What follows belongs to an exercise in optimizing a design on an open flow for small area and a short achievable clock period; a production flow would make more cautious choices. In this exercise RTL edits were held to simulation tests only and were not proved equivalent to the original. Power and IR drop assume default switching activity.

### design/flow/config.mk
export PLATFORM = sky130hd
export DESIGN_NAME = lw_cv_rx
export DESIGN_NICKNAME = lw_cv_rx
export VERILOG_FILES = /design/flow/design.v
export SDC_FILE = /design/flow/constraint.sdc
export NUM_CORES = 4
export LEC_CHECK = 0
export CAP_MARGIN = 20
export CORE_MARGIN = 2
export CORE_UTILIZATION = 30
export PLACE_DENSITY = 0.5
export SLEW_MARGIN = 20
### design/flow/constraint.sdc
create_clock -name core_clock -period 33.0 [get_ports {clk}]
set_input_delay 6.6000 -clock core_clock [delete_from_list [all_inputs] [get_ports {clk}]]
set_output_delay 6.6000 -clock core_clock [all_outputs]
set_load 0.01 [all_outputs]
### design/flow/design.v
module lw_cv_rx (
    input  wire        clk,
    input  wire        rst,
    input  wire [1:0]  cfg_poly,
    input  wire        cfg_refin,
    input  wire        cfg_refout,
    input  wire        cfg_xorout,
    input  wire        cfg_init,
    input  wire        cfg_order,
    input  wire [7:0]  cfg_skip,
    input  wire        in_valid,
    input  wire        in_sop,
    input  wire        in_eop,
    input  wire        in_disc,
    input  wire [3:0]  in_nbytes,
    input  wire [63:0] in_data,
    input  wire        cnt_clr,
    output reg         cv_valid,
    output reg  [1:0]  cv_res,
    output reg  [31:0] cv_last,
    output reg  [31:0] cv_units,
    output reg  [15:0] cv_fail,
    output reg  [15:0] cv_short
);
    localparam [1:0] CHK_NONE = 2'd0;
    localparam [1:0] CHK_OK   = 2'd1;
    localparam [1:0] CHK_BAD  = 2'd2;
    function [31:0] sinit;
        input [1:0] poly;
        input [3:0] d;
        begin
            case ({poly, d})
                6'd0: sinit = 32'h46AF6449;
                6'd1: sinit = 32'h339FDE2F;
                6'd2: sinit = 32'h68B932F5;
                6'd3: sinit = 32'h955A6162;
                6'd4: sinit = 32'hF50B27F7;
                6'd5: sinit = 32'hC2A1038C;
                6'd6: sinit = 32'h7535D075;
                6'd7: sinit = 32'h1727635B;
                6'd8: sinit = 32'hD61C3A65;
                6'd16: sinit = 32'h2A26F826;
                6'd17: sinit = 32'hAAD955D3;
                6'd18: sinit = 32'h12647B10;
                6'd19: sinit = 32'h11FFA28F;
                6'd20: sinit = 32'h48081204;
                6'd21: sinit = 32'h043379AF;
                6'd22: sinit = 32'h6BC65337;
                6'd23: sinit = 32'hFDDCB433;
                6'd24: sinit = 32'hF931DF69;
                6'd32: sinit = 32'h000084CF;
                6'd33: sinit = 32'h00002D71;
                6'd34: sinit = 32'h00005437;
                6'd35: sinit = 32'h0000DA3E;
                6'd36: sinit = 32'h0000F125;
                6'd37: sinit = 32'h00008DB1;
                6'd38: sinit = 32'h0000988F;
                6'd39: sinit = 32'h00006965;
                6'd40: sinit = 32'h0000C921;
                6'd48: sinit = 32'h00000048;
                6'd49: sinit = 32'h00000018;
                6'd50: sinit = 32'h00000069;
                6'd51: sinit = 32'h000000A0;
                6'd52: sinit = 32'h000000E2;
                6'd53: sinit = 32'h00000095;
                6'd54: sinit = 32'h00000084;
                6'd55: sinit = 32'h000000EE;
                6'd56: sinit = 32'h00000022;
                default: sinit = 32'h0;
            endcase
        end
    endfunction
    function [7:0] rev8;
        input [7:0] b;
        integer q;
        begin
            for (q = 0; q < 8; q = q + 1) rev8[q] = b[7-q];
        end
    endfunction
    reg [1:0]  poly_q;
    reg        refin_q, refout_q, xorout_q, init_q, order_q;
    reg [7:0]  skip_q;           
    reg [95:0] xv_q;             
    reg [31:0] hist_q;           
    reg [2:0]  cnt_q;            
    wire [1:0] poly_e   = in_sop ? cfg_poly   : poly_q;
    wire       refin_e  = in_sop ? cfg_refin  : refin_q;
    wire       init_e   = in_sop ? cfg_init   : init_q;
    wire [7:0] skip_e   = in_sop ? cfg_skip   : skip_q;
    wire [2:0] cnt_e    = in_sop ? 3'd0       : cnt_q;
    wire [95:0] xv = xv_q;
    wire [31:0] s_r0;
    wire [31:0] s_r1;
    wire [15:0] s_r2;
    wire [7:0]  s_r3;
    wire [356:0] xs;     
    assign xs[0] = xv[40] ^ xv[69];
    assign xs[1] = xv[47] ^ xv[56];
    assign xs[2] = xv[48] ^ xv[57];
    assign xs[3] = xv[41] ^ xv[63];
    assign xs[4] = xv[42] ^ xv[71];
    assign xs[5] = xv[38] ^ xv[60];
    assign xs[6] = xv[82] ^ xv[83];
    assign xs[7] = xv[32] ^ xv[77];
    assign xs[8] = xv[34] ^ xv[70];
    assign xs[9] = xv[36] ^ xv[65];
    assign xs[10] = xv[37] ^ xv[45];
    assign xs[11] = xv[61] ^ xv[79];
    assign xs[12] = xv[33] ^ xv[68];
    assign xs[13] = xv[50] ^ xv[59];
    assign xs[14] = xv[39] ^ xv[64];
    assign xs[15] = xv[44] ^ xv[73];
    assign xs[16] = xv[46] ^ xv[55];
    assign xs[17] = xv[49] ^ xv[58];
    assign xs[18] = xv[54] ^ xv[74];
    assign xs[19] = xv[84] ^ xv[92];
    assign xs[20] = xv[52] ^ xv[72];
    assign xs[21] = xv[66] ^ xv[67];
    assign xs[22] = xv[35] ^ xv[53];
    assign xs[23] = xv[43] ^ xv[78];
    assign xs[24] = xv[86] ^ xv[91];
    assign xs[25] = xv[62] ^ xv[80];
    assign xs[26] = xv[75] ^ xv[76];
    assign xs[27] = xv[85] ^ xv[90];
    assign xs[28] = xv[51] ^ xv[81];
    assign xs[29] = xv[88] ^ xv[93];
    assign xs[30] = xv[89] ^ xv[94];
    assign xs[31] = xv[87] ^ xs[19];
    assign xs[32] = xs[0] ^ xs[12];
    assign xs[33] = xv[95] ^ xs[6];
    assign xs[34] = xs[2] ^ xs[7];
    assign xs[35] = xs[11] ^ xs[21];
    assign xs[36] = xs[1] ^ xs[9];
    assign xs[37] = xs[3] ^ xs[13];
    assign xs[38] = xs[4] ^ xs[5];
    assign xs[39] = xv[83] ^ xv[84];
    assign xs[40] = xv[38] ^ xs[17];
    assign xs[41] = xv[95] ^ xs[27];
    assign xs[42] = xs[8] ^ xs[14];
    assign xs[43] = xv[20] ^ xv[24];
    assign xs[44] = xv[21] ^ xv[25];
    assign xs[45] = xv[22] ^ xv[26];
    assign xs[46] = xv[31] ^ xv[68];
    assign xs[47] = xv[33] ^ xv[94];
    assign xs[48] = xv[36] ^ xv[53];
    assign xs[49] = xv[39] ^ xv[77];
    assign xs[50] = xv[41] ^ xv[71];
    assign xs[51] = xv[51] ^ xv[67];
    assign xs[52] = xv[58] ^ xv[61];
    assign xs[53] = xv[32] ^ xs[10];
    assign xs[54] = xv[40] ^ xs[23];
    assign xs[55] = xv[43] ^ xs[16];
    assign xs[56] = xv[60] ^ xs[25];
    assign xs[57] = xv[79] ^ xs[15];
    assign xs[58] = xv[35] ^ xv[57];
    assign xs[59] = xv[42] ^ xv[72];
    assign xs[60] = xv[56] ^ xv[59];
    assign xs[61] = xv[62] ^ xv[81];
    assign xs[62] = xv[63] ^ xv[80];
    assign xs[63] = xv[87] ^ xv[92];
    assign xs[64] = xv[37] ^ xs[0];
    assign xs[65] = xv[66] ^ xs[22];
    assign xs[66] = xv[75] ^ xs[18];
    assign xs[67] = xv[78] ^ xs[16];
    assign xs[68] = xv[23] ^ xv[30];
    assign xs[69] = xv[35] ^ xv[64];
    assign xs[70] = xv[38] ^ xv[70];
    assign xs[71] = xv[50] ^ xv[76];
    assign xs[72] = xv[29] ^ xs[10];
    assign xs[73] = xv[34] ^ xs[29];
    assign xs[74] = xv[37] ^ xs[2];
    assign xs[75] = xv[46] ^ xs[20];
    assign xs[76] = xv[59] ^ xs[1];
    assign xs[77] = xv[73] ^ xs[8];
    assign xs[78] = xv[82] ^ xs[28];
    assign xs[79] = xs[3] ^ xs[4];
    assign xs[80] = xs[24] ^ xs[26];
    assign xs[81] = xv[12] ^ xv[54];
    assign xs[82] = xv[16] ^ xv[44];
    assign xs[83] = xv[27] ^ xv[43];
    assign xs[84] = xv[28] ^ xv[39];
    assign xs[85] = xv[32] ^ xv[52];
    assign xs[86] = xv[45] ^ xv[48];
    assign xs[87] = xv[47] ^ xv[61];
    assign xs[88] = xv[56] ^ xv[70];
    assign xs[89] = xv[58] ^ xv[69];
    assign xs[90] = xv[65] ^ xv[81];
    assign xs[91] = xv[85] ^ xv[94];
    assign xs[92] = xv[89] ^ xv[90];
    assign xs[93] = xv[35] ^ xs[14];
    assign xs[94] = xv[55] ^ xs[9];
    assign xs[95] = xv[55] ^ xs[30];
    assign xs[96] = xv[63] ^ xs[7];
    assign xs[97] = xv[64] ^ xs[18];
    assign xs[98] = xv[68] ^ xs[17];
    assign xs[99] = xv[74] ^ xs[24];
    assign xs[100] = xv[76] ^ xs[11];
    assign xs[101] = xv[88] ^ xs[6];
    assign xs[102] = xv[52] ^ xs[55];
    assign xs[103] = xv[60] ^ xs[34];
    assign xs[104] = xs[5] ^ xs[33];
    assign xs[105] = xs[12] ^ xs[35];
    assign xs[106] = xv[14] ^ xv[51];
    assign xs[107] = xv[18] ^ xv[62];
    assign xs[108] = xv[36] ^ xv[73];
    assign xs[109] = xv[37] ^ xv[57];
    assign xs[110] = xv[40] ^ xv[54];
    assign xs[111] = xv[44] ^ xv[49];
    assign xs[112] = xv[51] ^ xv[95];
    assign xs[113] = xv[65] ^ xv[72];
    assign xs[114] = xv[71] ^ xv[91];
    assign xs[115] = xv[11] ^ xs[22];
    assign xs[116] = xv[17] ^ xs[44];
    assign xs[117] = xv[41] ^ xs[2];
    assign xs[118] = xv[42] ^ xs[10];
    assign xs[119] = xv[47] ^ xs[26];
    assign xs[120] = xv[66] ^ xs[20];
    assign xs[121] = xv[71] ^ xs[63];
    assign xs[122] = xv[87] ^ xs[39];
    assign xs[123] = xv[93] ^ xs[15];
    assign xs[124] = xs[21] ^ xs[23];
    assign xs[125] = xs[22] ^ xs[28];
    assign xs[126] = xs[43] ^ xs[46];
    assign xs[127] = xv[40] ^ xs[31];
    assign xs[128] = xv[77] ^ xs[42];
    assign xs[129] = xv[78] ^ xs[99];
    assign xs[130] = xv[84] ^ xs[37];
    assign xs[131] = xs[27] ^ xs[32];
    assign xs[132] = xs[30] ^ xs[36];
    assign xs[133] = xs[38] ^ xs[45];
    assign xs[134] = xv[15] ^ xv[19];
    assign xs[135] = xv[19] ^ xv[45];
    assign xs[136] = xv[25] ^ xv[36];
    assign xs[137] = xv[30] ^ xv[74];
    assign xs[138] = xv[33] ^ xv[46];
    assign xs[139] = xv[33] ^ xv[89];
    assign xs[140] = xv[34] ^ xv[74];
    assign xs[141] = xv[37] ^ xv[52];
    assign xs[142] = xv[44] ^ xv[82];
    assign xs[143] = xv[48] ^ xv[68];
    assign xs[144] = xv[53] ^ xv[65];
    assign xs[145] = xv[54] ^ xv[64];
    assign xs[146] = xv[77] ^ xv[80];
    assign xs[147] = xv[4] ^ xs[20];
    assign xs[148] = xv[7] ^ xs[16];
    assign xs[149] = xv[8] ^ xs[1];
    assign xs[150] = xv[9] ^ xs[4];
    assign xs[151] = xv[23] ^ xs[81];
    assign xs[152] = xv[24] ^ xs[13];
    assign xs[153] = xv[26] ^ xs[58];
    assign xs[154] = xv[27] ^ xs[8];
    assign xs[155] = xv[34] ^ xs[5];
    assign xs[156] = xv[38] ^ xs[47];
    assign xs[157] = xv[42] ^ xs[25];
    assign xs[158] = xv[49] ^ xs[29];
    assign xs[159] = xv[53] ^ xs[14];
    assign xs[160] = xv[56] ^ xs[17];
    assign xs[161] = xv[57] ^ xs[25];
    assign xs[162] = xv[58] ^ xs[15];
    assign xs[163] = xv[59] ^ xs[3];
    assign xs[164] = xv[60] ^ xs[0];
    assign xs[165] = xv[66] ^ xs[89];
    assign xs[166] = xv[67] ^ xs[5];
    assign xs[167] = xv[73] ^ xs[19];
    assign xs[168] = xv[76] ^ xs[70];
    assign xs[169] = xv[78] ^ xs[11];
    assign xs[170] = xv[79] ^ xs[62];
    assign xs[171] = xv[85] ^ xs[61];
    assign xs[172] = xv[86] ^ xs[30];
    assign xs[173] = xv[91] ^ xs[27];
    assign xs[174] = xv[93] ^ xs[18];
    assign xs[175] = xs[2] ^ xs[6];
    assign xs[176] = xs[6] ^ xs[9];
    assign xs[177] = xs[7] ^ xs[50];
    assign xs[178] = xs[10] ^ xs[59];
    assign xs[179] = xs[14] ^ xs[52];
    assign xs[180] = xs[18] ^ xs[91];
    assign xs[181] = xs[43] ^ xs[51];
    assign xs[182] = xs[47] ^ xs[60];
    assign xs[183] = xv[10] ^ xs[53];
    assign xs[184] = xv[62] ^ xs[67];
    assign xs[185] = xv[65] ^ xs[54];
    assign xs[186] = xv[67] ^ xs[56];
    assign xs[187] = xv[90] ^ xs[31];
    assign xs[188] = xv[93] ^ xs[33];
    assign xs[189] = xs[1] ^ xs[65];
    assign xs[190] = xs[11] ^ xs[76];
    assign xs[191] = xs[13] ^ xs[120];
    assign xs[192] = xs[23] ^ xs[75];
    assign xs[193] = xs[28] ^ xs[31];
    assign xs[194] = xs[34] ^ xs[64];
    assign xs[195] = xs[35] ^ xs[54];
    assign xs[196] = xs[40] ^ xs[41];
    assign xs[197] = xs[42] ^ xs[82];
    assign xs[198] = xs[78] ^ xs[121];
    assign xs[199] = xv[29] ^ xs[133];
    assign xs[200] = xv[0] ^ xv[79];
    assign xs[201] = xv[1] ^ xv[69];
    assign xs[202] = xv[2] ^ xv[41];
    assign xs[203] = xv[2] ^ xv[46];
    assign xs[204] = xv[3] ^ xv[46];
    assign xs[205] = xv[6] ^ xv[41];
    assign xs[206] = xv[8] ^ xv[70];
    assign xs[207] = xv[14] ^ xv[67];
    assign xs[208] = xv[15] ^ xv[48];
    assign xs[209] = xv[17] ^ xv[21];
    assign xs[210] = xv[20] ^ xv[57];
    assign xs[211] = xv[23] ^ xv[47];
    assign xs[212] = xv[24] ^ xv[63];
    assign xs[213] = xv[28] ^ xv[59];
    assign xs[214] = xv[31] ^ xv[69];
    assign xs[215] = xv[38] ^ xv[53];
    assign xs[216] = xv[39] ^ xv[75];
    assign xs[217] = xv[39] ^ xv[76];
    assign xs[218] = xv[41] ^ xv[88];
    assign xs[219] = xv[43] ^ xv[62];
    assign xs[220] = xv[43] ^ xv[68];
    assign xs[221] = xv[46] ^ xv[95];
    assign xs[222] = xv[49] ^ xv[75];
    assign xs[223] = xv[52] ^ xv[54];
    assign xs[224] = xv[56] ^ xv[64];
    assign xs[225] = xv[61] ^ xv[69];
    assign xs[226] = xv[70] ^ xv[92];
    assign xs[227] = xv[72] ^ xv[74];
    assign xs[228] = xv[72] ^ xv[89];
    assign xs[229] = xv[77] ^ xv[79];
    assign xs[230] = xv[85] ^ xv[87];
    assign xs[231] = xv[88] ^ xv[94];
    assign xs[232] = xv[16] ^ xs[44];
    assign xs[233] = xv[18] ^ xs[1];
    assign xs[234] = xv[28] ^ xs[9];
    assign xs[235] = xv[32] ^ xs[86];
    assign xs[236] = xv[33] ^ xs[8];
    assign xs[237] = xv[43] ^ xs[110];
    assign xs[238] = xv[44] ^ xs[52];
    assign xs[239] = xv[45] ^ xs[15];
    assign xs[240] = xv[45] ^ xs[69];
    assign xs[241] = xv[48] ^ xs[4];
    assign xs[242] = xv[50] ^ xs[8];
    assign xs[243] = xv[51] ^ xs[21];
    assign xs[244] = xv[52] ^ xs[46];
    assign xs[245] = xv[53] ^ xs[0];
    assign xs[246] = xv[54] ^ xs[17];
    assign xs[247] = xv[55] ^ xs[48];
    assign xs[248] = xv[60] ^ xs[3];
    assign xs[249] = xv[64] ^ xs[7];
    assign xs[250] = xv[66] ^ xs[107];
    assign xs[251] = xv[69] ^ xs[12];
    assign xs[252] = xv[71] ^ xs[85];
    assign xs[253] = xv[74] ^ xs[20];
    assign xs[254] = xv[75] ^ xs[0];
    assign xs[255] = xv[76] ^ xs[49];
    assign xs[256] = xv[78] ^ xs[0];
    assign xs[257] = xv[80] ^ xs[5];
    assign xs[258] = xv[81] ^ xs[21];
    assign xs[259] = xv[82] ^ xs[114];
    assign xs[260] = xv[83] ^ xs[25];
    assign xs[261] = xv[83] ^ xs[26];
    assign xs[262] = xv[86] ^ xs[14];
    assign xs[263] = xv[87] ^ xs[92];
    assign xs[264] = xs[2] ^ xs[48];
    assign xs[265] = xs[4] ^ xs[24];
    assign xs[266] = xs[10] ^ xs[13];
    assign xs[267] = xs[12] ^ xs[223];
    assign xs[268] = xs[15] ^ xs[58];
    assign xs[269] = xs[16] ^ xs[17];
    assign xs[270] = xs[16] ^ xs[90];
    assign xs[271] = xs[19] ^ xs[111];
    assign xs[272] = xs[20] ^ xs[90];
    assign xs[273] = xs[22] ^ xs[26];
    assign xs[274] = xs[24] ^ xs[71];
    assign xs[275] = xs[26] ^ xs[88];
    assign xs[276] = xs[29] ^ xs[39];
    assign xs[277] = xs[50] ^ xs[146];
    assign xs[278] = xs[68] ^ xs[106];
    assign xs[279] = xs[68] ^ xs[135];
    assign xs[280] = xs[69] ^ xs[143];
    assign xs[281] = xs[71] ^ xs[203];
    assign xs[282] = xv[5] ^ xs[32];
    assign xs[283] = xv[6] ^ xs[66];
    assign xs[284] = xv[13] ^ xs[93];
    assign xs[285] = xv[26] ^ xs[77];
    assign xs[286] = xv[27] ^ xs[79];
    assign xs[287] = xv[28] ^ xs[162];
    assign xs[288] = xv[30] ^ xs[67];
    assign xs[289] = xv[35] ^ xs[57];
    assign xs[290] = xv[39] ^ xs[56];
    assign xs[291] = xv[47] ^ xs[37];
    assign xs[292] = xv[50] ^ xs[172];
    assign xs[293] = xv[58] ^ xs[95];
    assign xs[294] = xv[61] ^ xs[153];
    assign xs[295] = xv[65] ^ xs[100];
    assign xs[296] = xv[79] ^ xs[124];
    assign xs[297] = xv[80] ^ xs[80];
    assign xs[298] = xv[81] ^ xs[80];
    assign xs[299] = xv[91] ^ xs[180];
    assign xs[300] = xs[3] ^ xs[40];
    assign xs[301] = xs[6] ^ xs[95];
    assign xs[302] = xs[8] ^ xs[36];
    assign xs[303] = xs[13] ^ xs[38];
    assign xs[304] = xs[15] ^ xs[72];
    assign xs[305] = xs[23] ^ xs[94];
    assign xs[306] = xs[27] ^ xs[31];
    assign xs[307] = xs[32] ^ xs[176];
    assign xs[308] = xs[33] ^ xs[73];
    assign xs[309] = xs[36] ^ xs[97];
    assign xs[310] = xs[36] ^ xs[278];
    assign xs[311] = xs[37] ^ xs[275];
    assign xs[312] = xs[38] ^ xs[88];
    assign xs[313] = xs[41] ^ xs[179];
    assign xs[314] = xs[45] ^ xs[243];
    assign xs[315] = xs[48] ^ xs[53];
    assign xs[316] = xs[49] ^ xs[79];
    assign xs[317] = xs[50] ^ xs[123];
    assign xs[318] = xs[53] ^ xs[125];
    assign xs[319] = xs[55] ^ xs[97];
    assign xs[320] = xs[56] ^ xs[98];
    assign xs[321] = xs[57] ^ xs[117];
    assign xs[322] = xs[57] ^ xs[273];
    assign xs[323] = xs[61] ^ xs[73];
    assign xs[324] = xs[63] ^ xs[157];
    assign xs[325] = xs[68] ^ xs[148];
    assign xs[326] = xs[72] ^ xs[136];
    assign xs[327] = xs[74] ^ xs[134];
    assign xs[328] = xs[74] ^ xs[174];
    assign xs[329] = xs[75] ^ xs[101];
    assign xs[330] = xs[77] ^ xs[87];
    assign xs[331] = xs[80] ^ xs[109];
    assign xs[332] = xs[83] ^ xs[149];
    assign xs[333] = xs[84] ^ xs[152];
    assign xs[334] = xs[96] ^ xs[112];
    assign xs[335] = xs[98] ^ xs[166];
    assign xs[336] = xs[115] ^ xs[151];
    assign xs[337] = xs[116] ^ xs[213];
    assign xs[338] = xs[118] ^ xs[246];
    assign xs[339] = xs[119] ^ xs[126];
    assign xs[340] = xs[169] ^ xs[262];
    assign xs[341] = xs[170] ^ xs[274];
    assign xs[342] = xs[181] ^ xs[227];
    assign xs[343] = xs[210] ^ xs[252];
    assign xs[344] = xs[228] ^ xs[266];
    assign xs[345] = xv[84] ^ xs[195];
    assign xs[346] = xs[23] ^ xs[130];
    assign xs[347] = xs[32] ^ xs[184];
    assign xs[348] = xs[40] ^ xs[105];
    assign xs[349] = xs[47] ^ xs[191];
    assign xs[350] = xs[64] ^ xs[189];
    assign xs[351] = xs[102] ^ xs[307];
    assign xs[352] = xs[103] ^ xs[167];
    assign xs[353] = xs[156] ^ xs[188];
    assign xs[354] = xs[158] ^ xs[330];
    assign xs[355] = xs[182] ^ xs[198];
    assign xs[356] = xs[196] ^ xs[328];
    assign s_r0[0] = (((xs[34] ^ xs[41]) ^ (xs[100] ^ xs[165])) ^ (((xv[93] ^ xs[3]) ^ (xs[5] ^ xs[142])) ^ ((xs[224] ^ (xv[0] ^ xv[86])) ^ xs[324])));
    assign s_r0[1] = (((xs[173] ^ xs[182]) ^ (xs[235] ^ (xs[90] ^ xs[111]))) ^ (((xs[201] ^ xs[217]) ^ (xs[218] ^ xs[226])) ^ (xs[104] ^ xs[296])));
    assign s_r0[2] = ((((xv[67] ^ xv[89]) ^ xs[42]) ^ (xs[122] ^ xs[235])) ^ ((xs[281] ^ (xs[114] ^ (xv[56] ^ xv[62]))) ^ (xs[131] ^ xs[300])));
    assign s_r0[3] = ((xs[291] ^ (xs[265] ^ (xv[88] ^ xs[19]))) ^ (((xs[58] ^ xs[113]) ^ (xs[204] ^ (xv[49] ^ xv[51]))) ^ (xs[128] ^ xs[131])));
    assign s_r0[4] = (((xs[147] ^ xs[259]) ^ (xs[268] ^ (xv[38] ^ xs[11]))) ^ (((xs[25] ^ xs[71]) ^ xs[302]) ^ (xs[334] ^ (xs[92] ^ xs[54]))));
    assign s_r0[5] = ((((xv[5] ^ xv[33]) ^ xs[38]) ^ ((xv[56] ^ xs[20]) ^ (xs[108] ^ xs[217]))) ^ (((xs[225] ^ xs[230]) ^ xs[129]) ^ (xs[188] ^ xs[318])));
    assign s_r0[6] = (((xs[77] ^ xs[156]) ^ ((xv[86] ^ xs[11]) ^ (xs[48] ^ xs[49]))) ^ (((xs[109] ^ xs[219]) ^ xs[127]) ^ (xs[283] ^ xs[329])));
    assign s_r0[7] = ((((xv[55] ^ xs[4]) ^ (xs[92] ^ (xv[7] ^ xv[34]))) ^ xs[350]) ^ (xs[352] ^ (xs[340] ^ (xs[66] ^ xs[101]))));
    assign s_r0[8] = (((xs[96] ^ xs[124]) ^ (xs[164] ^ xs[271])) ^ (((xs[24] ^ xs[59]) ^ (xs[69] ^ xs[139])) ^ ((xs[206] ^ xs[33]) ^ (xs[66] ^ xs[94]))));
    assign s_r0[9] = (((xs[224] ^ xs[242]) ^ (xs[261] ^ (xv[9] ^ xs[10]))) ^ ((xs[105] ^ xs[305]) ^ (xs[306] ^ xs[317])));
    assign s_r0[10] = (((xs[248] ^ xs[259]) ^ (xs[280] ^ (xs[51] ^ xs[52]))) ^ (((xs[113] ^ xs[140]) ^ (xs[221] ^ xs[231])) ^ (xs[183] ^ xs[187])));
    assign s_r0[11] = (((xs[163] ^ xs[263]) ^ ((xv[11] ^ xs[12]) ^ xs[103])) ^ ((xs[289] ^ xs[297]) ^ (xs[329] ^ (xs[17] ^ xs[36]))));
    assign s_r0[12] = (((xs[57] ^ xs[171]) ^ ((xv[49] ^ xs[1]) ^ (xs[139] ^ (xv[12] ^ xv[38])))) ^ ((xs[129] ^ xs[130]) ^ (xs[308] ^ xs[315])));
    assign s_r0[13] = (((xs[155] ^ xs[170]) ^ (xs[175] ^ (xv[51] ^ xs[138]))) ^ ((xs[284] ^ xs[292]) ^ (xs[306] ^ (xs[66] ^ xs[118]))));
    assign s_r0[14] = (((xs[73] ^ xs[93]) ^ (xs[122] ^ (xs[9] ^ xs[28]))) ^ (((xs[87] ^ (xv[14] ^ xv[40])) ^ xs[102]) ^ (xs[196] ^ xs[297])));
    assign s_r0[15] = (((xs[65] ^ xs[171]) ^ (xs[255] ^ (xs[13] ^ xs[24]))) ^ (((xs[141] ^ xs[142]) ^ (xs[208] ^ xs[218])) ^ (xs[127] ^ xs[132])));
    assign s_r0[16] = ((xs[315] ^ (xs[100] ^ xs[160])) ^ ((xs[256] ^ xs[260]) ^ ((xs[51] ^ xs[82]) ^ (xs[145] ^ (xv[88] ^ xv[89])))));
    assign s_r0[17] = ((xs[130] ^ (xs[229] ^ xs[161])) ^ ((xs[267] ^ xs[270]) ^ ((xv[17] ^ xs[10]) ^ (xs[70] ^ xs[92]))));
    assign s_r0[18] = (((xs[38] ^ xs[67]) ^ (xs[78] ^ xs[159])) ^ ((xs[165] ^ xs[173]) ^ (xs[233] ^ (xv[34] ^ xs[62]))));
    assign s_r0[19] = ((xs[190] ^ ((xv[19] ^ xv[67]) ^ xs[93])) ^ ((xs[175] ^ xs[237]) ^ (xs[272] ^ (xs[24] ^ xs[226]))));
    assign s_r0[20] = ((xs[317] ^ xs[320]) ^ ((xs[94] ^ xs[175]) ^ ((xv[66] ^ (xv[20] ^ xv[53])) ^ xs[127])));
    assign s_r0[21] = (((xv[21] ^ xs[225]) ^ (xs[37] ^ xs[160])) ^ ((xs[178] ^ xs[180]) ^ (xs[258] ^ xs[276])));
    assign s_r0[22] = (((xs[35] ^ xs[55]) ^ (xs[123] ^ (xv[80] ^ xs[7]))) ^ (((xs[30] ^ xs[89]) ^ (xs[143] ^ (xv[22] ^ xv[51]))) ^ (xs[187] ^ xs[311])));
    assign s_r0[23] = (((xs[231] ^ xs[163]) ^ ((xv[70] ^ xs[85]) ^ (xs[86] ^ xs[211]))) ^ (xs[348] ^ (xs[129] ^ xs[198])));
    assign s_r0[24] = (((xs[152] ^ xs[159]) ^ (xs[241] ^ xs[251])) ^ (((xs[63] ^ xs[222]) ^ xs[186]) ^ (xs[308] ^ ((xv[79] ^ xv[89]) ^ xs[75]))));
    assign s_r0[25] = (((xs[125] ^ xs[164]) ^ ((xv[90] ^ xs[30]) ^ (xs[39] ^ xs[62]))) ^ (((xs[71] ^ xs[113]) ^ (xs[220] ^ (xv[25] ^ xv[54]))) ^ xs[354]));
    assign s_r0[26] = ((xs[341] ^ (xs[153] ^ xs[174])) ^ (((xs[85] ^ xs[108]) ^ xs[193]) ^ (xs[293] ^ xs[312])));
    assign s_r0[27] = (((xs[146] ^ xs[247]) ^ (xs[253] ^ (xv[75] ^ xs[29]))) ^ (xs[355] ^ ((xs[83] ^ xs[109]) ^ xs[313])));
    assign s_r0[28] = ((xs[331] ^ ((xv[78] ^ xs[20]) ^ (xs[30] ^ xs[60]))) ^ (((xs[110] ^ xs[144]) ^ xs[104]) ^ (xs[287] ^ xs[323])));
    assign s_r0[29] = (((xs[65] ^ xs[100]) ^ (xs[163] ^ (xs[18] ^ xs[49]))) ^ ((((xv[29] ^ xv[45]) ^ (xv[57] ^ xv[73])) ^ xs[104]) ^ (xs[187] ^ xs[293])));
    assign s_r0[30] = ((xs[313] ^ (xs[66] ^ xs[276])) ^ (((xv[91] ^ xs[60]) ^ ((xv[36] ^ xv[40]) ^ (xv[42] ^ xv[77]))) ^ (xs[186] ^ xs[288])));
    assign s_r0[31] = ((xs[331] ^ (xs[95] ^ xs[171])) ^ ((xs[248] ^ (xs[19] ^ xs[46])) ^ (xs[185] ^ xs[190])));
    assign s_r1[0] = (((xs[37] ^ xs[247]) ^ (xs[260] ^ (xv[44] ^ xs[91]))) ^ (((xs[200] ^ xs[216]) ^ xs[129]) ^ (xs[194] ^ xs[335])));
    assign s_r1[1] = ((xs[340] ^ ((xv[1] ^ xv[95]) ^ xs[32])) ^ ((xs[257] ^ xs[193]) ^ (xs[311] ^ xs[338])));
    assign s_r1[2] = (((xs[78] ^ xs[161]) ^ ((xs[0] ^ xs[29]) ^ (xs[202] ^ xs[230]))) ^ ((xs[102] ^ xs[128]) ^ (xs[295] ^ xs[303])));
    assign s_r1[3] = (((xs[101] ^ xs[172]) ^ (xs[238] ^ (xs[20] ^ xs[28]))) ^ ((xs[185] ^ xs[189]) ^ (xs[316] ^ ((xv[3] ^ xv[70]) ^ xs[56]))));
    assign s_r1[4] = (((xs[239] ^ xs[263]) ^ (xs[264] ^ (xv[59] ^ xs[61]))) ^ (xs[345] ^ ((xs[145] ^ xs[33]) ^ (xs[79] ^ xs[147]))));
    assign s_r1[5] = (((xs[98] ^ xs[101]) ^ (xs[173] ^ xs[178])) ^ (((xs[3] ^ xs[144]) ^ xs[186]) ^ (xs[319] ^ ((xv[5] ^ xv[84]) ^ xs[57]))));
    assign s_r1[6] = (((xs[205] ^ xs[159]) ^ xs[352]) ^ (((xv[46] ^ xs[61]) ^ xs[132]) ^ (xs[195] ^ xs[338])));
    assign s_r1[7] = (((xs[142] ^ xs[148]) ^ xs[356]) ^ ((xs[157] ^ xs[105]) ^ (xs[185] ^ xs[291])));
    assign s_r1[8] = (((xs[48] ^ xs[140]) ^ ((xv[57] ^ xv[66]) ^ xs[54])) ^ ((xs[118] ^ xs[149]) ^ (xs[249] ^ (xv[85] ^ xs[28]))));
    assign s_r1[9] = ((xs[299] ^ ((xv[9] ^ xv[49]) ^ xs[96])) ^ (xs[351] ^ ((xs[13] ^ xs[22]) ^ xs[290])));
    assign s_r1[10] = (((xs[34] ^ xs[42]) ^ (xs[76] ^ (xs[19] ^ xs[25]))) ^ (xs[348] ^ ((xs[28] ^ (xv[10] ^ xv[95])) ^ xs[299])));
    assign s_r1[11] = ((((xv[44] ^ xv[79]) ^ (xv[81] ^ xv[91])) ^ (xs[115] ^ xs[177])) ^ (((xv[92] ^ xs[9]) ^ (xs[140] ^ xs[141])) ^ xs[353]));
    assign s_r1[12] = (((xs[216] ^ (xv[34] ^ xv[36])) ^ ((xv[78] ^ xv[80]) ^ xs[65])) ^ ((xs[178] ^ (xs[19] ^ xs[81])) ^ xs[353]));
    assign s_r1[13] = (((xs[123] ^ (xv[69] ^ xs[18])) ^ xs[346]) ^ (((xs[22] ^ xs[221]) ^ xs[298]) ^ (xs[320] ^ ((xv[13] ^ xv[34]) ^ xs[34]))));
    assign s_r1[14] = (((xs[207] ^ xs[117]) ^ (xs[168] ^ (xs[6] ^ xs[12]))) ^ (((xs[14] ^ xs[24]) ^ (xs[87] ^ xs[110])) ^ (xs[318] ^ xs[324])));
    assign s_r1[15] = ((xs[323] ^ (xs[31] ^ xs[40])) ^ (xs[351] ^ ((xv[54] ^ xs[208]) ^ xs[316])));
    assign s_r1[16] = (((xs[158] ^ (xv[85] ^ xs[59])) ^ xs[346]) ^ (xs[350] ^ (xs[197] ^ xs[301])));
    assign s_r1[17] = (((xs[41] ^ xs[237]) ^ (xs[240] ^ (xv[17] ^ xs[9]))) ^ (((xs[39] ^ xs[51]) ^ xs[292]) ^ (xs[312] ^ xs[321])));
    assign s_r1[18] = (((xs[35] ^ xs[122]) ^ (xs[254] ^ (xs[86] ^ xs[107]))) ^ (((xs[144] ^ (xv[90] ^ xv[94])) ^ xs[192]) ^ (xs[303] ^ xs[334])));
    assign s_r1[19] = ((((xv[88] ^ xs[39]) ^ (xs[52] ^ xs[70])) ^ xs[349]) ^ (((xs[108] ^ xs[112]) ^ xs[194]) ^ (xs[319] ^ ((xv[19] ^ xv[86]) ^ xs[119]))));
    assign s_r1[20] = ((xs[343] ^ (xs[112] ^ xs[32])) ^ ((xs[77] ^ xs[122]) ^ (xs[132] ^ xs[341])));
    assign s_r1[21] = (((xs[65] ^ xs[74]) ^ (xs[236] ^ xs[253])) ^ ((xs[277] ^ (xv[88] ^ xs[89])) ^ (xs[193] ^ ((xv[21] ^ xv[64]) ^ xs[41]))));
    assign s_r1[22] = (((xs[242] ^ xs[272]) ^ ((xs[18] ^ xs[29]) ^ xs[194])) ^ ((xs[289] ^ xs[290]) ^ (xs[301] ^ ((xv[22] ^ xv[68]) ^ xs[79]))));
    assign s_r1[23] = (((xs[93] ^ xs[265]) ^ ((xs[15] ^ xs[88]) ^ (xs[219] ^ (xv[23] ^ xv[84])))) ^ ((xs[103] ^ xs[105]) ^ (xs[344] ^ (xs[41] ^ xs[78]))));
    assign s_r1[24] = (((xs[176] ^ xs[239]) ^ ((xv[61] ^ xs[17]) ^ (xs[51] ^ xs[212]))) ^ ((xs[131] ^ xs[192]) ^ ((xs[99] ^ xs[121]) ^ (xs[155] ^ xs[161]))));
    assign s_r1[25] = (((xs[257] ^ xs[258]) ^ xs[354]) ^ (((xs[20] ^ xs[91]) ^ xs[127]) ^ ((xs[136] ^ xs[34]) ^ (xs[67] ^ xs[240]))));
    assign s_r1[26] = (((xs[76] ^ xs[254]) ^ (xs[270] ^ (xs[7] ^ xs[15]))) ^ (((xs[29] ^ xs[62]) ^ (xs[114] ^ xs[139])) ^ (xs[104] ^ xs[294])));
    assign s_r1[27] = (((xs[249] ^ xs[271]) ^ ((xs[1] ^ xs[62]) ^ (xs[215] ^ (xv[55] ^ xv[82])))) ^ ((xs[131] ^ xs[298]) ^ (xs[344] ^ (xs[35] ^ xs[154]))));
    assign s_r1[28] = (((xs[97] ^ xs[234]) ^ (xs[269] ^ (xs[8] ^ (xv[40] ^ xv[63])))) ^ (xs[355] ^ (xs[322] ^ ((xv[90] ^ xv[93]) ^ xs[53]))));
    assign s_r1[29] = (((xs[277] ^ (xv[91] ^ xs[16])) ^ xs[349]) ^ (((xs[26] ^ xs[58]) ^ xs[104]) ^ (xs[309] ^ (xs[72] ^ xs[73]))));
    assign s_r1[30] = (((xs[167] ^ xs[261]) ^ ((xv[95] ^ xs[21]) ^ (xs[49] ^ xs[52]))) ^ ((xs[132] ^ xs[288]) ^ ((xs[59] ^ xs[74]) ^ (xs[125] ^ xs[155]))));
    assign s_r1[31] = (((xs[244] ^ xs[255]) ^ xs[345]) ^ (xs[356] ^ ((xv[82] ^ xs[108]) ^ ((xv[35] ^ xv[62]) ^ xs[76]))));
    assign s_r2[0] = (((xs[83] ^ xs[200]) ^ xs[342]) ^ ((xs[40] ^ xs[234]) ^ (xs[280] ^ (xs[4] ^ xs[82]))));
    assign s_r2[1] = ((xs[191] ^ xs[304]) ^ ((xs[222] ^ xs[116]) ^ ((xs[9] ^ xs[84]) ^ (xs[201] ^ xs[220]))));
    assign s_r2[2] = ((xs[304] ^ xs[314]) ^ (((xv[18] ^ xv[70]) ^ xs[245]) ^ (xs[281] ^ (xs[5] ^ xs[137]))));
    assign s_r2[3] = (((xs[70] ^ xs[87]) ^ (xs[204] ^ xs[66])) ^ ((xs[244] ^ xs[279]) ^ ((xv[27] ^ xs[49]) ^ (xs[50] ^ xs[51]))));
    assign s_r2[4] = ((xs[184] ^ xs[339]) ^ ((xs[147] ^ xs[241]) ^ (xs[245] ^ (xv[32] ^ xs[84]))));
    assign s_r2[5] = (((xs[181] ^ xs[232]) ^ ((xv[29] ^ xs[7]) ^ xs[282])) ^ ((xs[286] ^ xs[287]) ^ (xs[309] ^ (xs[22] ^ xs[168]))));
    assign s_r2[6] = (((xs[251] ^ (xv[30] ^ xs[4])) ^ (xs[128] ^ xs[283])) ^ ((xs[305] ^ xs[337]) ^ ((xs[45] ^ xs[72]) ^ (xs[117] ^ xs[120]))));
    assign s_r2[7] = (((xs[154] ^ xs[160]) ^ xs[199]) ^ (((xs[113] ^ (xv[18] ^ xv[31])) ^ xs[322]) ^ (xs[325] ^ (xs[64] ^ xs[124]))));
    assign s_r2[8] = (((xs[168] ^ xs[177]) ^ (xs[268] ^ xs[279])) ^ (((xs[18] ^ xs[46]) ^ xs[332]) ^ (xs[333] ^ ((xv[36] ^ xv[72]) ^ xs[35]))));
    assign s_r2[9] = (((xs[150] ^ xs[162]) ^ xs[347]) ^ (((xs[84] ^ (xv[31] ^ xv[75])) ^ xs[103]) ^ (xs[326] ^ xs[342])));
    assign s_r2[10] = (((xs[32] ^ (xv[29] ^ xs[26])) ^ ((xs[44] ^ xs[137]) ^ xs[183])) ^ ((xs[190] ^ xs[192]) ^ (xs[285] ^ xs[300])));
    assign s_r2[11] = ((((xv[27] ^ xv[62]) ^ xs[115]) ^ (xs[119] ^ (xs[13] ^ xs[137]))) ^ (((xs[138] ^ xs[214]) ^ xs[128]) ^ (xs[133] ^ xs[321])));
    assign s_r2[12] = ((xs[339] ^ ((xv[40] ^ xv[45]) ^ xs[96])) ^ ((xs[151] ^ xs[166]) ^ (xs[169] ^ xs[197])));
    assign s_r2[13] = ((xs[295] ^ (xs[116] ^ xs[177])) ^ (xs[347] ^ ((xv[24] ^ xs[86]) ^ xs[284])));
    assign s_r2[14] = ((xs[302] ^ ((xv[14] ^ xv[25]) ^ xs[250])) ^ ((xs[256] ^ (xv[49] ^ xs[3])) ^ ((xs[45] ^ xs[59]) ^ (xs[138] ^ xs[229]))));
    assign s_r2[15] = ((xs[296] ^ xs[327]) ^ ((xs[211] ^ (xv[50] ^ xs[69])) ^ (xs[285] ^ xs[286])));
    assign s_r3[0] = ((((xv[16] ^ xv[62]) ^ xs[126]) ^ (xs[179] ^ xs[264])) ^ (xs[199] ^ ((xs[106] ^ (xv[0] ^ xv[15])) ^ xs[332])));
    assign s_r3[1] = ((((xv[63] ^ xs[85]) ^ (xs[111] ^ xs[145])) ^ xs[199]) ^ ((((xv[1] ^ xv[8]) ^ (xv[9] ^ xv[53])) ^ xs[310]) ^ (xs[337] ^ (xs[64] ^ xs[126]))));
    assign s_r3[2] = (((xs[165] ^ xs[232]) ^ (xs[267] ^ (xv[55] ^ xs[107]))) ^ (((xs[202] ^ xs[206]) ^ xs[183]) ^ (xs[310] ^ ((xv[20] ^ xv[50]) ^ xs[150]))));
    assign s_r3[3] = (((xs[236] ^ (xv[11] ^ xs[60])) ^ ((xs[209] ^ xs[212]) ^ (xs[214] ^ xs[215]))) ^ ((xs[102] ^ xs[314]) ^ (xs[327] ^ ((xv[3] ^ xv[10]) ^ xs[150]))));
    assign s_r3[4] = ((xs[343] ^ ((xv[22] ^ xv[25]) ^ xs[233])) ^ (((xs[83] ^ (xv[4] ^ xv[10])) ^ xs[197]) ^ (xs[335] ^ xs[336])));
    assign s_r3[5] = ((((xv[13] ^ xv[26]) ^ xs[94]) ^ (xs[238] ^ (xv[71] ^ xs[2]))) ^ (((xs[135] ^ xs[209]) ^ xs[282]) ^ (xs[333] ^ xs[336])));
    assign s_r3[6] = (((xs[154] ^ xs[164]) ^ (xs[250] ^ xs[269])) ^ (((xs[43] ^ xs[60]) ^ (xs[81] ^ xs[106])) ^ ((xs[205] ^ (xv[13] ^ xv[22])) ^ xs[326])));
    assign s_r3[7] = ((((xv[13] ^ xv[28]) ^ xs[37]) ^ (xs[38] ^ (xv[70] ^ xs[1]))) ^ (((xs[44] ^ xs[134]) ^ (xs[141] ^ xs[207])) ^ (xs[294] ^ xs[325])));
    reg  [31:0] s_cur;
    reg  [2:0]  w_bytes;
    reg  [31:0] wmask;
    always @* begin
        case (poly_q)
            2'd0:    begin s_cur = s_r0;           w_bytes = 3'd4; wmask = 32'hFFFF_FFFF; end
            2'd1:    begin s_cur = s_r1;           w_bytes = 3'd4; wmask = 32'hFFFF_FFFF; end
            2'd2:    begin s_cur = {16'h0, s_r2};  w_bytes = 3'd2; wmask = 32'h0000_FFFF; end
            default: begin s_cur = {24'h0, s_r3};  w_bytes = 3'd1; wmask = 32'h0000_00FF; end
        endcase
    end
    wire       skip_big = (skip_e > {4'd0, in_nbytes});
    wire [3:0] dskip    = skip_big ? in_nbytes : skip_e[3:0];
    wire [3:0] kcnt     = in_nbytes - dskip;
    wire [7:0] skip_nx  = skip_big ? skip_e - {4'd0, in_nbytes} : 8'd0;
    wire [3:0] cnt_sum  = {1'b0, cnt_e} + kcnt;
    wire [2:0] cnt_nx   = (cnt_sum > 4'd4) ? 3'd4 : cnt_sum[2:0];
    wire       use_init = in_sop | (skip_q != 8'd0);
    wire       skip_all = use_init & ((skip_e[7:4] != 4'd0) | (skip_e[3:0] >= in_nbytes));
    wire [31:0] s_e     = use_init ? (init_e ? sinit(poly_e, {1'b0, skip_e[2:0]}) : 32'h0) : s_cur;
    wire [31:0] s_0     = init_e ? sinit(poly_e, 4'd0) : 32'h0;
    reg  [63:0] bdat;
    integer j;
    always @* begin
        for (j = 0; j < 8; j = j + 1)
            bdat[63-8*j -: 8] = (skip_e > j) ? 8'h00 :
                                (refin_e ? rev8(in_data[8*j +: 8]) : in_data[8*j +: 8]);
    end
    wire [2:0]  sh      = {in_nbytes[2] ^ (in_nbytes[1] | in_nbytes[0]),
                           in_nbytes[1] ^ in_nbytes[0], in_nbytes[0]};
    wire [95:0] xv_sh   = {s_e, bdat} >> {sh, 3'b000};
    wire [95:0] xv_nx   = ~in_valid ? {64'h0, s_cur} :
                          skip_all  ? {64'h0, s_0}   : xv_sh;
    wire [31:0] hist_nx;
    assign hist_nx[7:0]   = ~in_valid ? hist_q[7:0] : xv_sh[7:0];
    assign hist_nx[15:8]  = ~in_valid ? hist_q[15:8] :
                            (in_nbytes[3:1] != 3'd0) ? xv_sh[15:8] : hist_q[7:0];
    assign hist_nx[23:16] = ~in_valid ? hist_q[23:16] :
                            (in_nbytes[3:2] != 2'd0 || in_nbytes[1:0] == 2'd3) ? xv_sh[23:16] :
                            in_nbytes[1] ? hist_q[7:0] : hist_q[15:8];
    assign hist_nx[31:24] = ~in_valid ? hist_q[31:24] :
                            (in_nbytes[3:2] != 2'd0) ? xv_sh[31:24] :
                            (in_nbytes[1:0] == 2'd3) ? hist_q[7:0] :
                            in_nbytes[1] ? hist_q[15:8] : hist_q[23:16];
    reg  [2:0]  w_e;
    always @* begin
        case (poly_e)
            2'd0, 2'd1: w_e = 3'd4;
            2'd2:       w_e = 3'd2;
            default:    w_e = 3'd1;
        endcase
    end
    wire [3:0] cnt_all = {1'b0, cnt_e} + in_nbytes;
    wire [3:0] skip_w  = {1'b0, skip_e[2:0]} + {1'b0, w_e};
    wire is_short = (skip_e == 8'd0) ? (cnt_all < {1'b0, w_e}) :
                    ((skip_e[7:3] != 5'd0) | (in_nbytes < skip_w));
    wire [31:0] rbytes = hist_q & wmask;
    wire [7:0]  h0 = refin_q ? rev8(hist_q[7:0])   : hist_q[7:0];
    wire [7:0]  h1 = refin_q ? rev8(hist_q[15:8])  : hist_q[15:8];
    wire [7:0]  h2 = refin_q ? rev8(hist_q[23:16]) : hist_q[23:16];
    wire [7:0]  h3 = refin_q ? rev8(hist_q[31:24]) : hist_q[31:24];
    reg  [31:0] rxval;
    always @* begin
        case (w_bytes)
            3'd4:    rxval = order_q ? {h3, h2, h1, h0} : {h0, h1, h2, h3};
            3'd2:    rxval = order_q ? {16'h0, h1, h0}  : {16'h0, h0, h1};
            default: rxval = {24'h0, h0};
        endcase
    end
    function [31:0] reflw;
        input [31:0] v;
        input [2:0]  wb;
        input        en;
        integer q;
        begin
            if (en) begin
                reflw = 32'h0;
                case (wb)
                    3'd4:    for (q = 0; q < 32; q = q + 1) reflw[q] = v[31-q];
                    3'd2:    for (q = 0; q < 16; q = q + 1) reflw[q] = v[15-q];
                    default: for (q = 0; q < 8;  q = q + 1) reflw[q] = v[7-q];
                endcase
            end else begin
                reflw = v;
            end
        end
    endfunction
    wire [31:0] xm = xorout_q ? wmask : 32'h0;
    wire [31:0] fin = reflw(s_cur ^ rbytes, w_bytes, refout_q) ^ xm;
    wire [31:0] tgt = rbytes ^ reflw(rxval ^ xm, w_bytes, refout_q);
    wire        is_ok = (s_cur == tgt);
    wire unit_end = in_valid & in_eop;
    always @(posedge clk) begin
        if (in_valid) begin
            if (in_sop) begin
                poly_q   <= cfg_poly;
                refin_q  <= cfg_refin;
                refout_q <= cfg_refout;
                xorout_q <= cfg_xorout;
                init_q   <= cfg_init;
                order_q  <= cfg_order;
            end
            skip_q <= skip_nx;
            cnt_q  <= cnt_nx;
        end
        xv_q   <= xv_nx;
        hist_q <= hist_nx;
    end
    reg         chk_q;           
    reg  [1:0]  res_q;           
    reg  [31:0] last_q;          
    reg  [15:0] fail_q;          
    wire [15:0] fail_inc = (fail_q == 16'hFFFF) ? fail_q : fail_q + 16'd1;
    always @* begin
        cv_res  = chk_q ? (is_ok ? CHK_OK : CHK_BAD) : res_q;
        cv_last = chk_q ? fin : last_q;
        cv_fail = (chk_q & ~is_ok) ? fail_inc : fail_q;
    end
    wire        short_ev  = unit_end & ~in_disc & is_short;
    wire [31:0] units_inc = cv_units + 32'd1;
    wire [15:0] short_inc = (cv_short == 16'hFFFF) ? cv_short : cv_short + 16'd1;
    wire [15:0] short_d   = cnt_clr ? {15'd0, short_ev} : short_inc;
    always @(posedge clk) begin
        if (rst | unit_end)
            cv_units <= units_inc & {32{~rst}};
        if (rst | cnt_clr | short_ev)
            cv_short <= short_d & {16{~rst}};
    end
    always @(posedge clk) begin
        if (rst) begin
            cv_valid <= 1'b0;
            chk_q    <= 1'b0;
            res_q    <= CHK_NONE;
            last_q   <= 32'h0;
            fail_q   <= 16'h0;
        end else begin
            cv_valid <= unit_end;
            chk_q    <= unit_end & ~in_disc & ~is_short;
            res_q    <= unit_end ? (in_disc ? CHK_NONE : CHK_BAD) : cv_res;
            last_q   <= cv_last;
            fail_q   <= cnt_clr ? 16'h0 : cv_fail;
        end
    end
endmodule
### design/flow/flow/run.sh
#!/bin/bash
# Layout flow: the standard flow (standard.sh) with two changes.
# 1. Synthesis maps the combinational logic with flow/abc_map.script instead of
#    ORFS's abc_speed.script, which restructures the XOR networks into much
#    larger logic. Everything else in synthesis, including the flip-flop
#    mapping, is the standard synthesis (flow/abc_synth.tcl wraps it).
# 2. The port buffers are buf_2 cells rather than the default delay buffers.
# Each tool's output goes to a log file in this folder (synth.log, layout.log)
# besides ORFS's own logs under orfs/logs.
set -euo pipefail
here=$(pwd)
export FLOW_ABC_SCRIPT=$here/flow/abc_map.script
export FLOW_STD_SYNTH=$here/synth_recipe.tcl
extra=(BUFFER_PORTS_ARGS="-buffer_cell sky130_fd_sc_hd__buf_2")
[[ -f flow/params.sh ]] && source flow/params.sh
# same make command as standard.sh, with our synthesis script, for synthesis only
sed -e "s#SYNTH_SCRIPT=[^ ]*#SYNTH_SCRIPT=$here/flow/abc_synth.tcl#" standard.sh > synth_only.sh
bash synth_only.sh synth "${extra[@]}" > synth.log 2>&1
# the rest of the standard flow reuses that synthesis
bash standard.sh finish "${extra[@]}" > layout.log 2>&1
### design/flow/flow/abc_map.script
strash
dch
map -D 4000
topo
buffer -c
stime -c
upsize -c
dnsize -c
### design/flow/flow/abc_synth.tcl
# The standard flow's synthesis script, but with the combinational logic mapped by
# abc_map.script instead of ORFS's abc_speed.script. Everything else,
# including the flip-flop mapping, is the standard synthesis.
proc abc {args} {
  set i [lsearch -exact $args -script]
  if { $i >= 0 } {
    lset args [expr { $i + 1 }] $::env(FLOW_ABC_SCRIPT)
  }
  yosys abc {*}$args
}
source $::env(FLOW_STD_SYNTH)
### design/flow/flow/params.sh
extra+=(SETUP_SLACK_MARGIN=20.8)
### design/flow/standard.sh
#!/bin/bash
# synth_recipe.tcl (not shown) runs the flow's synth.tcl, then flattens the netlist and writes it again
# the make line also repeats each setting of config.mk as NAME=value (left out here)
make -C /OpenROAD-flow-scripts/flow DESIGN_CONFIG=/design/flow/config.mk WORK_HOME=/design/flow/orfs CLKGATE_MAP_FILE= SYNTH_SCRIPT=/design/flow/synth_recipe.tcl "${@:-finish}"
==> impl_metrics.py, run 1 <==
metrics = {
    "outcome": {
        "status": "timing/DRC/antenna clean",
    },
    "pwr": {
        "seq_power_share_pct": 26.5,
        "p_sw_mw": 0.658,
        "power_mw": 1.42,
        "ir_worst_vdd_mv": 0.0456,
        "p_per_area_mw_per_mm2": 41.2,
        "comb_power_share_pct": 49.4,
        "p_int_mw": 0.757,
        "p_sw_share_pct": 46.5,
        "total_leakage_power_nw": 13.7,
        "power_frac_clock_pct": 24.1,
    },
    "timing": {
        "drv_slew": 0,
        "fmax_ghz": 0.0819,
        "timing.hold.ws_ps": 471,
        "fin_crit_ps": 12210,
        "fin_skew_ps": 49.6,
        "fin_tns_setup_ps": 0,
        "period_share_pct": 37.0,
        "finalSetupViolCount": 0,
        "final_hold_viol_count": 0,
        "rsz0062_at_grt": "false",
        "tightest_slew_ps": 1080,
        "relSlewSlack_pct": 27.2,
    },
    "floorplanning": {
        "ios": 189,
        "rows": 116,
        "die_height_um": 321,
        "coreArea_mm2": 0.0997,
        "die-width_um": 321,
        "die_area_mm2": 0.103,
        "initial_core_util_pct": 30.1,
    },
    "setup_path": {
        "crit_slowest_cell": "xor2_1",
        "cp_data_arrival_time_ps": 5610,
        "endpoint_kind": "primary output",
        "slowest_delay_ps": 810,
        "path_max_fanout": 10,
        "critical_path.startpoint_type": "flop",
        "cp_cell_sequence": "buf_4, inv_1, nand2_1, nand2_1, xor2_1, xnor2_1, xnor2_1, xnor2_1, o221ai_1, buf_2, xor2_1, nand4_1, nor2_1, nand3_2, nand2_4, inv_6, nand4_1, xnor2_1, buf_2",
        "crit_path_frequent_cell": "xnor2_1",
        "required_ps": 26400,
        "worstSetupPathType": "reg2out",
        "r2r_setup_slack_ps": 27190,
    },
    "clocking": {
        "cts.reportedPaths.clkPinSlew_ps": 60,
        "clock_latency_ps": 620,
        "clock_sinks": 246,
        "cts_inserted_buffers": 31,
        "htree_levels": 1,
        "cts_tree": "built",
        "clockRootBuffer": "clkbuf_16",
        "cts-root-to-sink-buffers": 3,
    },
    "grt": {
        "grt_max_degree": 99,
        "grt-ovfl-total": 0,
        "grt_pass1_vias": 28100,
        "grt_pass1_wl_um": 226000,
        "antenna_found_initial": 2,
        "grtUsageTotal_pct": 31.1,
    },
    "worst_hold_path": {
        "hold_class": "reg2reg",
    },
    "synthesis": {
        "synth-async-reset-ratio_pct": 0,
        "synthTopCellsByArea": "xor2_1 19%, xnor2_1 16%, dfxtp_1 9.9%, edfxtp_1 9.8%, nand2_1 7.6%",
        "synth.distinct_cells": 68,
        "syn_inst": 4206,
        "ys.flop_type": "dfxtp_1",
        "syn_area_mm2": 0.0301,
        "ys_warn_count": 1,
        "synth_top_area_share_pct": 18.5,
        "ys_seq_elements": 246,
        "synth_edf_count": 98,
        "yosysSeqAreaShare_pct": 19.6,
        "synth_top_cell_by_area": "xor2_1",
        "synth.avg_cell_area_um2": 7.15,
        "synthesis.nets": 4332,
    },
    "place": {
        "placed_cell_area_mm2": 0.0323,
        "dp_hpwl_um": 134000,
        "gp_congestion": 1.10,
        "port_buffers": 188,
    },
    "cells_and_area": {
        "area_growth_pct": 14.2,
        "final_core_util_pct": 34.4,
        "layout-drive-gt1-share_pct": 13.4,
        "insertedDiodeCount": 0,
        "design_area_mm2": 0.0343,
        "nets": 4422,
    },
    "flow_run": {
        "drv_cap": 0,
    },
    "drt": {
        "antenna_left": 0,
        "vias": 30500,
        "drcViolationCount": 0,
        "drt_iter0_drc": 3948,
        "viasPerCell": 5.43,
        "drt-pass1-iter-count": 6,
        "wirelength_um": 165000,
        "wl_per_cell_um": 29.4,
    },
}
==> power by group through the flow <==
stage                     clock network (mW)  logic [mW]  registers, mW
final                                  0.341       0.699          0.375
after global routing                   0.356       0.734          0.375
after CTS                              0.344       0.669          0.373
after detailed placement                   0       0.661          0.379
after global placement                     0       0.667          0.380
after floorplan                            0       0.427          0.363
==> registers in the layout (all words and copies together), names as in the netlist <==
signal / cells
chk_q: 1
hist_q: 32
order_q: 1
skip_q: 8
xorout_q: 1
res_q: 2
fail_q: 16
init_q: 1
poly_q: 2
xv_q: 96
refin_q: 1
cv_valid: 1
cnt_q: 3
last_q: 32
cv_units: 32
refout_q: 1
cv_short: 16
==> layout by cell type (no fill, tap or decap), drive strengths merged, types with 7 or more instances in the layout <==
cell type    n
a211oi      73
a21oi      204
a22oi       20
a31oi       36
and2        16
buf        281
clkbuf      47
clkinv      10
dfxtp      148
edfxtp      98
ha          30
inv        365
mux2i       19
nand2      632
nand3       82
nand4       23
nor2       390
nor3        43
nor4        27
o211ai      43
o21a         7
o21ai      328
o221ai      24
o22ai       81
or2         26
xnor2      553
xor2       657
==> per-stage QoR <==
stage | cells | setup WS (ps)
after global placement | 5541 | 20180
after global routing | 5618 | 20780
after detailed placement | 5542 | 20220
after CTS | 5601 | 20800
final | 5618 | 20790
after floorplan | 4206 | 22560
==> metal layers <==
layer	wire [um]	GRT usage, %	vias up	share of wire [%]
li1	-	-	13900	-
met1	72500	44.1	14600	44
met2	68300	45.5	1692	41
met3	14800	4.50	327	8.9
met4	9700	15.5	2	5.9
met5	13	0	-	0.0079
==> cells by family (layout without fill, tap and decap cells) <==
group	Yosys count	count (layout)	share of synthesized area [%]
compound gates	854	854	16.8
flops	246	246	19.6
fa+ha+maj	36	36	1.65
simple gates	1246	1246	17.3
mux	19	19	0.633
buf+inv	595	709	7.70
xor+xnor	1210	1210	36.3
==> critical path: cells and delay by family, from the launching register on <==
| family | cells | cell delay (ps) |
|---|---|---|
| XOR/XNOR | 6 | 1870 |
| AND/OR/NAND/NOR | 7 | 1100 |
| buffers and inverters | 5 | 1060 |
| AO/OA/AOI/OAI | 1 | 650 |
| flip-flops | 1 | 310 |
==> timing repair <==
item / in CTS / in global routing
hold buffers: 0 / 0
hold endpoints to repair: 0 / 0
pin swaps: 1 / 7
gates cloned: 0 / 1
resized for setup: 64 / 100
endpoints found under the setup margin: 44 / 64
setup buffers: 2 / 14
==> cells in the mapped netlist (5+ instances only) <==
master and count:
inv_2 15, nand3_2 5, edfxtp_1 98, fa_1 6
nand2_2 23, dfxtp_1 148, o221ai_1 24, inv_1 348
a211oi_1 73, o2111ai_1 5, clkbuf_1 150, nand2_1 607
o21ai_1 10, xor2_1 635, nor4_1 26, xnor2_4 5
and2_1 16, a21oi_1 204, nand4_1 23, a21boi_0 6
xnor2_1 545, clkinv_1 6, o211ai_1 43, a22oi_1 20
nand3_1 77, o22ai_1 79, ha_1 30, or2_2 24
buf_2 43, buf_1 22, mux2i_1 19, a2111oi_0 5
o21ai_0 315, xor2_2 19, clkbuf_2 6, a31oi_1 35
nor2_1 389, nor3_1 43, o21a_1 7
==> worst paths after layout <==
kind | startpoint | cells past startpoint | endpoint
hold reg to reg | res_q[0]$_SDFF_PP0_ | 2 | res_q[0]$_SDFF_PP0_
hold / removal | res_q[0]$_SDFF_PP0_ | 2 | res_q[0]$_SDFF_PP0_
setup reg to reg | poly_q[0]$_DFFE_PP_ | 18 | hist_q[29]$_DFFE_PP_
setup / recovery | xv_q[62]$_SDFF_PP0_ | 19 | cv_fail[11]
==> cell type report <==
type,instances,area (um^2)
Fill cell,10800,65400
Multi-Input combinational cell,3365,22700
Sequential cell,246,5960
Timing Repair Buffer,281,1640
Tap cell,1298,1620
Inverter,370,1410
Clock buffer,47,886
Clock inverter,10,86.3
Timing Repair inverter,1,5.00
==> inputs of run 2 (changes only) <==
--- a/design/flow/design.v
+++ b/design/flow/design.v
@@ -597,13 +597,15 @@
                     ((skip_e[7:3] != 5'd0) | (in_nbytes < skip_w));
-    wire [31:0] rbytes = hist_q & wmask;
-    wire [7:0]  h0 = refin_q ? rev8(hist_q[7:0])   : hist_q[7:0];
-    wire [7:0]  h1 = refin_q ? rev8(hist_q[15:8])  : hist_q[15:8];
-    wire [7:0]  h2 = refin_q ? rev8(hist_q[23:16]) : hist_q[23:16];
-    wire [7:0]  h3 = refin_q ? rev8(hist_q[31:24]) : hist_q[31:24];
-    reg  [31:0] rxval;
+    wire [31:0] a_v  = (hist_q ^ {32{xorout_q}}) & wmask;
+    wire        p_rb = refin_q ^ refout_q;
+    wire        p_sw = order_q ^ refout_q;
+    wire [7:0]  g0 = p_rb ? rev8(hist_q[7:0])   : hist_q[7:0];
+    wire [7:0]  g1 = p_rb ? rev8(hist_q[15:8])  : hist_q[15:8];
+    wire [7:0]  g2 = p_rb ? rev8(hist_q[23:16]) : hist_q[23:16];
+    wire [7:0]  g3 = p_rb ? rev8(hist_q[31:24]) : hist_q[31:24];
+    reg  [31:0] rxr;
     always @* begin
         case (w_bytes)
-            3'd4:    rxval = order_q ? {h3, h2, h1, h0} : {h0, h1, h2, h3};
-            3'd2:    rxval = order_q ? {16'h0, h1, h0}  : {16'h0, h0, h1};
-            default: rxval = {24'h0, h0};
+            3'd4:    rxr = p_sw ? {g3, g2, g1, g0} : {g0, g1, g2, g3};
+            3'd2:    rxr = p_sw ? {16'h0, g1, g0}  : {16'h0, g0, g1};
+            default: rxr = {24'h0, g0};
         endcase
@@ -628,5 +630,4 @@
     endfunction
-    wire [31:0] xm = xorout_q ? wmask : 32'h0;
-    wire [31:0] fin = reflw(s_cur ^ rbytes, w_bytes, refout_q) ^ xm;
-    wire [31:0] tgt = rbytes ^ reflw(rxval ^ xm, w_bytes, refout_q);
+    wire [31:0] fin = reflw(s_cur ^ a_v, w_bytes, refout_q);
+    wire [31:0] tgt = a_v ^ rxr;
     wire        is_ok = (s_cur == tgt);
==> run 2 against run 1 <==
- still clean on timing, DRC and antenna
- via count decreased by 2.3%
- wire length decreased by 0.10%
- fmax increased by 0.42%
- sequential power about the same
- setup slack improved by 52 ps
- clock skew decreased by 11 ps
- clock-buffer cell count decreased by 3
- largest cell class unchanged
- highest routed layer unchanged
==> impl_metrics.py, run 2 <==
metrics = {
    "clocking": {
        "htree_levels": 1,
        "cts-root-to-sink-buffers": 3,
        "clock_latency_ps": 610,
        "cts.reportedPaths.clkPinSlew_ps": 70,
        "cts_tree": "built",
        "holdBufCountCts": 0,
    },
    "cells_and_area": {
        "design_area_mm2": 0.0337,
        "top_register": "xv_q",
        "area_growth_pct": 15.5,
        "final_common_cell": "nand2_1",
        "layout-drive-gt1-share_pct": 13.9,
        "mostFrequentLayoutCells": "593 x nand2_1, 545 x xor2_1, 493 x xnor2_1",
    },
    "pwr": {
        "ir_worst_vdd_mv": 0.0440,
        "power_mw": 1.42,
        "total_leakage_power_nw": 13.6,
        "p_per_area_mw_per_mm2": 42.0,
    },
    "setup_path": {
        "endpoint_kind": "primary output",
        "required_ps": 26400,
        "worstSetupPathType": "reg2out",
        "r2r_start": "skip_q[7]$_SDFFCE_PN0P_",
        "ff2ff_path_depth": 12,
        "cp_data_arrival_time_ps": 5560,
        "path_max_fanout": 13,
    },
    "synthesis": {
        "synth.distinct_cells": 64,
        "synth_xor_area_share_pct": 35.6,
        "synth_top_area_share_pct": 18.0,
        "synthTopCellsByCount": "612 x nand2_1, 600 x xor2_1, 528 x xnor2_1",
        "yosysSeqAreaShare_pct": 20.2,
        "synthesis.nets": 4203,
        "syn_area_mm2": 0.0292,
        "synthTopCellsByArea": "xor2_1 18%, xnor2_1 16%, dfxtp_1 10%, edfxtp_1 10%, nand2_1 7.9%",
        "synth.avg_cell_area_um2": 7.16,
        "yosysMostFrequentCell": "nand2_1",
        "syn_inst": 4077,
        "ys_warn_count": 1,
        "yosys.area_share.simple_pct": 17.5,
        "ys_seq_elements": 246,
        "synth_mux_area_share_pct": 0.514,
        "synth-async-reset-ratio_pct": 0,
        "synth_top_family_by_area": "XOR/XNOR gates",
        "synth-adder-area-share_pct": 1.70,
        "synth_top_cell_by_area": "xor2_1",
        "synth_compound_area_share_pct": 16.7,
    },
    "timing": {
        "tightest_slew_ps": 1270,
        "relSlewSlack_pct": 15.0,
        "fin_crit_ps": 12160,
        "final_hold_viol_count": 0,
        "fin_skew_ps": 38.1,
        "fin_tns_setup_ps": 0,
        "rsz0062_at_grt": "true",
        "timing.hold.ws_ps": 473,
        "finalSetupViolCount": 0,
    },
    "place": {
        "gp_congestion": 1.10,
        "port_buffers": 188,
        "dp_hpwl_um": 136000,
        "placed_cell_area_mm2": 0.0314,
    },
    "worst_hold_path": {
        "holdPathEnd": "last_q[7]$_SDFF_PP0_",
    },
    "drt": {
        "drcViolationCount": 0,
        "viasPerCell": 5.44,
        "wirelength_um": 165000,
        "wl_per_cell_um": 30.1,
        "vias": 29800,
    },
    "grt": {
        "grtUsageTotal_pct": 32.1,
        "antenna_found_initial": 1,
        "grt_pass1_wl_um": 223000,
    },
    "floorplanning": {
        "die_area_mm2": 0.0998,
        "die-width_um": 316,
        "coreArea_mm2": 0.0966,
        "rows": 114,
    },
    "outcome": {
        "status": "timing/DRC/antenna clean",
    },
    "flow_run": {
        "drv_cap": 0,
    },
}
[run 2: cell types whose count changed after synthesis, moves of 13 or more]
cell | previous run | this run
a21oi_1 | 204 | 233
xor2_1 | 635 | 600
nor2_1 | 389 | 340
and2_1 | 16 | 30
nor3_1 | 43 | 58
o22ai_1 | 79 | 48
xnor2_1 | 545 | 528
a211oi_1 | 73 | 46
a31oi_1 | 35 | 16
a22oi_1 | 20 | 33
[run 2: cell families (layout without fill, tap and decap cells)]
family | Yosys count | in the layout
XOR/XNOR | 1155 | 1155
AND/OR/NAND/NOR | 1220 | 1220
flip-flops | 246 | 246
multiplexers | 15 | 15
adder cells (fa/ha/maj) | 36 | 36
AO/OA/AOI/OAI | 827 | 827
other | 0 | 1
buffers and inverters | 578 | 704
[run 2: layer usage]
metal	global-route usage [%]	part of all wire, %	vias up
met1	45.2	43	14300
met2	47.2	41	1688
met4	15.0	5.8	2
met5	0	0.0079	-
met3	5.67	9.6	318
li1	-	-	13500
[run 2: final cells by class]
class                   count  area [um^2]  area share (%)
multi-input cells        3253        22100            65.4
flip-flops and latches    246         5960            17.7
repair buffers            276         1690            5.00
well taps                1276         1600            4.73
inverters                 370         1400            4.14
clock buffers              44          906            2.69
clock inverters            14          138           0.408
diodes                      1         2.50         0.00742
[run 2: how the worst max path moves through the flow]
| stage | start | to |
|---|---|---|
| detailed placement | in_sop | xv_q[60]$_SDFF_PP0_ |
| global route | xv_q[58]$_SDFF_PP0_ | cv_fail[11] |
| floorplan | in_sop | cnt_q[0]$_SDFFCE_PN0P_ |
| global placement | in_sop | xv_q[60]$_SDFF_PP0_ |
| finish | xv_q[72]$_SDFF_PP0_ | cv_fail[11] |
| CTS | xv_q[34]$_SDFF_PP0_ | cv_fail[6] |
[run 2: stage by stage]
stage	std cells	util, %
2_1_floorplan	4077	-
3_3_place_gp	5393	32.5
3_5_place_dp	5393	32.5
4_1_cts	5458	34.1
5_1_grt	5479	34.9
6_report	5480	34.9
[run 2: what timing repair did]
| action | CTS | global route |
|---|---|---|
| setup buffers | 7 | 19 |
| endpoints found under the setup margin | 31 | 28 |
| gates resized for setup | 89 | 93 |
| pin swaps | 3 | 11 |
[run 2: where the power goes]
group	internal, mW	leakage, nW	switching [mW]
sequential	0.340	2.23	0.0359
combinational	0.217	10.8	0.466
clock	0.207	0.518	0.150
total	0.764	13.6	0.652
[run 2: worst max-delay path: stages, from the launching register on]
cell     delay, ps
dfxtp_2        420
xnor2_1        810
xor2_1         590
xnor2_1        180
xnor2_1        280
a21oi_1        100
o21ai_0         90
nand2_1        400
xor2_1         630
xor2_1         220
nand4_1        130
nor2_1         130
nand4_1        190
nand2_4        240
inv_2          120
nand3_1        100
xor2_1         180
buf_2          160

what the ideal ports hide:
In the flow no input, the clock included, has a driving cell. The finished layouts below were timed again as built, in two steps.
Step 1, drivers: a clkbuf_16 drives clk and a buf_2 each remaining input, both assumed.
Step 2 also shifts input and output timing later by t, the mid clock arrival at the registers, as if the neighbouring blocks saw the same clock.
Three values: ideal ports, drivers, drivers and shift; two values: the first two.
| run | shift t [ns] | setup WS [ns] |
|---|---|---|
| run 1 | 0.666 | 20.790 / 20.723 / 20.323 |
| run 2 | 0.660 | 20.841 / 20.777 / 20.409 |
After both steps setup and hold are still met in every run listed.
